This design comes from an exercise in tuning for small area and a short achievable clock period on the open sky130 flow, not from production work.
Function was checked by simulation only, so behaviour that the tests miss may differ from the original.
No activity file was given, so power comes from the tool's default toggle rates.

## v2
==> flow/design.v (excerpt) <==
module sett_blkchk (
    input  wire         clk,
    input  wire         rst,           
    input  wire         in_valid,
    input  wire         in_write,      
    input  wire [2:0]   in_idx,
    input  wire [73:0]  in_wword,
    input  wire [591:0] in_block,      
    input  wire [7:0]   in_rowchk,
    input  wire [73:0]  in_colchk,
    output reg          out_valid,
    output reg  [73:0]  out_word,      
    output reg  [591:0] out_block,     
    output reg  [7:0]   out_rowchk,    
    output reg  [73:0]  out_colchk,
    output reg          out_corr,      
    output reg          out_chkfix,    
    output reg          out_uncorr,    
    output reg  [2:0]   out_err_word,  
    output reg  [6:0]   out_err_bit    
);
Size in the first run: about 1600 flip-flops, about 1500 I/O pins, about 68000 µm² of cells after synthesis.
Settings: LEC_CHECK=0, CAP_MARGIN=20, CORE_AREA=2.3 2.72 377.7 377.28, DIE_AREA=0 0 380 380, PLACE_DENSITY=0.72, SLEW_MARGIN=20; clock period 15.0 ns.
standard.sh (not shown) runs the stock make flow with config.mk's settings and CLKGATE_MAP_FILE= SYNTH_SCRIPT=/design/flow/synth_recipe.tcl, a recipe that flattens the netlist after the stock synthesis.
==> flow/flow/run.sh <==
#!/bin/bash
# Own flow: the standard ORFS layout with a few extra make settings:
# - port buffers use a plain buffer instead of the default delay-buffer cell,
# - CTS does not add dummy loads,
# - synthesis buffers are removed at floorplan instead of a timing repair there,
# - the timing repairs after CTS and global routing aim for extra setup slack
#   on the worst endpoints (the SDC is unchanged).
set -euo pipefail
EXTRA="'BUFFER_PORTS_ARGS=-buffer_cell sky130_fd_sc_hd__buf_1' 'CTS_ARGS=-sink_clustering_enable -repair_clock_nets -dont_use_dummy_load' REMOVE_ABC_BUFFERS=1 SETUP_SLACK_MARGIN=10.8 TNS_END_PERCENT=10 'PLACE_PINS_ARGS=-min_distance 1 -min_distance_in_tracks'"
sed "s|\"\${@:-finish}\"|$EXTRA \"\${@:-finish}\"|" standard.sh > own_standard.sh
bash own_standard.sh > own_standard.log 2>&1
v2 finished all stages; the layout is clean.
Input-level comparison between v34 and v2:
- an added CORE_MARGIN of 2
- a change of SLEW_MARGIN from 20 to 60
- a change of CAP_MARGIN from 20 to 60
- an added CORE_UTILIZATION of 20
- a deleted CORE_AREA that had been 2.3 2.72 377.7 377.28
- a change of PLACE_DENSITY from 0.72 to 0.45
- a deleted DIE_AREA that had been 0 0 380 380
-- flow/flow/run.sh --
<<< v2, line 9
EXTRA="'BUFFER_PORTS_ARGS=-buffer_cell sky130_fd_sc_hd__buf_1' 'CTS_ARGS=-sink_clustering_enable -repair_clock_nets -dont_use_dummy_load' REMOVE_ABC_BUFFERS=1 SETUP_SLACK_MARGIN=10.8 TNS_END_PERCENT=10 'PLACE_PINS_ARGS=-min_distance 1 -min_distance_in_tracks'"
>>> v34, line 9
EXTRA="'BUFFER_PORTS_ARGS=-buffer_cell sky130_fd_sc_hd__buf_1' 'CTS_ARGS=-sink_clustering_enable -repair_clock_nets -dont_use_dummy_load -buf_list {sky130_fd_sc_hd__clkbuf_4 sky130_fd_sc_hd__clkbuf_8}' REMOVE_ABC_BUFFERS=1 SETUP_SLACK_MARGIN=10.8 TNS_END_PERCENT=10"
--- outcome ---
- In the tables for v2 and v34, number of placed cells counting well taps reads higher with v34.
- Layout filler cell count (v34 vs. v2) increases by more than 100%
- From v2 to v34 the numbers moved as follows: total chip power went up; cell area after layout went up; post-route minimum period went up.
- Of v2 and v34, v2 shows the lower worst slew slack as a fraction of its limit, with v34 above it.
- Share of post-route cells with drive strength above 1: higher on v34
- The core of v34 is less densely filled than that of v2.
- v34: total number of H-tree levels 1 above v2
- In v34 relative to v2, count of clock-buffer cells in the layout had gone up by more than half.
## Diff of input files: v41 against v34
- CORE_AREA now 2.3 2.72 377.7 377.28, previously not set
- DIE_AREA now 0 0 380 380, previously not set
- PLACE_DENSITY now 0.72, was 0.45
- CORE_MARGIN no longer set, was 2
- CORE_UTILIZATION no longer set, was 20
-- flow/flow/run.sh --
<<< v34, line 9
EXTRA="'BUFFER_PORTS_ARGS=-buffer_cell sky130_fd_sc_hd__buf_1' 'CTS_ARGS=-sink_clustering_enable -repair_clock_nets -dont_use_dummy_load -buf_list {sky130_fd_sc_hd__clkbuf_4 sky130_fd_sc_hd__clkbuf_8}' REMOVE_ABC_BUFFERS=1 SETUP_SLACK_MARGIN=10.8 TNS_END_PERCENT=10"
>>> v41, line 9
EXTRA="'BUFFER_PORTS_ARGS=-buffer_cell sky130_fd_sc_hd__buf_1' 'CTS_ARGS=-sink_clustering_enable -repair_clock_nets -dont_use_dummy_load' REMOVE_ABC_BUFFERS=1 SETUP_SLACK_MARGIN=10.8 TNS_END_PERCENT=10 'PLACE_PINS_ARGS=-min_distance 1 -min_distance_in_tracks'"
[summary]
- v34 → v41: power fell by about 6.6%, via count rose by about 0.37%.
- Going from v34 to v41, relative contribution of the clock network to total power grows by 0.5 points.
- Summary: with v34 as the reference, count of inserted antenna diode cells in v41 moved up by more than half.
- v34 has a lower sequential share of layout area than v41.
The inputs of v23 differ from those of v41 as listed below.
- CORE_UTILIZATION newly set to 20
- DIE_AREA removed (was 0 0 380 380)
- PLACE_DENSITY changed from 0.72 to 0.3
- CORE_AREA removed (was 2.3 2.72 377.7 377.28)
- CORE_MARGIN newly set to 2
-- flow/flow/run.sh --
<<< v41, line 9
EXTRA="'BUFFER_PORTS_ARGS=-buffer_cell sky130_fd_sc_hd__buf_1' 'CTS_ARGS=-sink_clustering_enable -repair_clock_nets -dont_use_dummy_load' REMOVE_ABC_BUFFERS=1 SETUP_SLACK_MARGIN=10.8 TNS_END_PERCENT=10 'PLACE_PINS_ARGS=-min_distance 1 -min_distance_in_tracks'"
>>> v23, line 9
EXTRA="'BUFFER_PORTS_ARGS=-buffer_cell sky130_fd_sc_hd__buf_1' 'CTS_ARGS=-sink_clustering_enable -repair_clock_nets -dont_use_dummy_load' REMOVE_ABC_BUFFERS=1 SETUP_SLACK_MARGIN=10.8 TNS_END_PERCENT=10"
Notes after the runs:
- Summary of v23 over v41: number of antenna diodes fell by 18, synthesized cell count about even.
- v23 gives more non-clock buffer area fraction after layout than v41 did.
- Setup WNS v41 -> v23: worse
- Per the comparison of v23 with v41, clock group share of total power shows an increase of 1.9 points, number of buffers inserted by post-CTS setup repair shows an increase of 40.

-- re-timing with driven ports --
The flow's constraints put no driver on any port. The routed layouts listed below were extracted and timed again, unchanged, in two steps.
Step 1, drivers: a clkbuf_16 drives clk and a buf_2 each remaining input, both assumed.
Step 2 times the ports against the registers' clock, not the clock port: input delays grow and output delays shrink by t, the midpoint of the rising clock arrivals with the driver on.
a / b / c = ideal ports / drivers / drivers and shift; a / b = the first two.
| run | shift t [ns] | slack for setup (ns) | hold slack, ns | worst register clock-pin slew, ns |
|---|---|---|---|---|
| v2 | 0.875 | 10.530 / 10.443 / 9.728 | 0.438 / 0.438 / 0.438 | 0.06 / 0.06 |
| v34 | 1.111 | 10.263 / 10.285 / 9.202 | 0.447 / 0.447 / 0.447 | 0.06 / 0.06 |
| v41 | 0.857 | 10.627 / 10.539 / 9.806 | 0.437 / 0.437 / 0.437 | 0.07 / 0.07 |
| v23 | 0.981 | 10.528 / 10.422 / 9.625 | 0.440 / 0.440 / 0.440 | 0.06 / 0.06 |
After both steps setup and hold are still met in every run listed. The setup slack of v34, which loses most, moves by +0.022 ns with the drivers and by -1.061 ns with both steps.
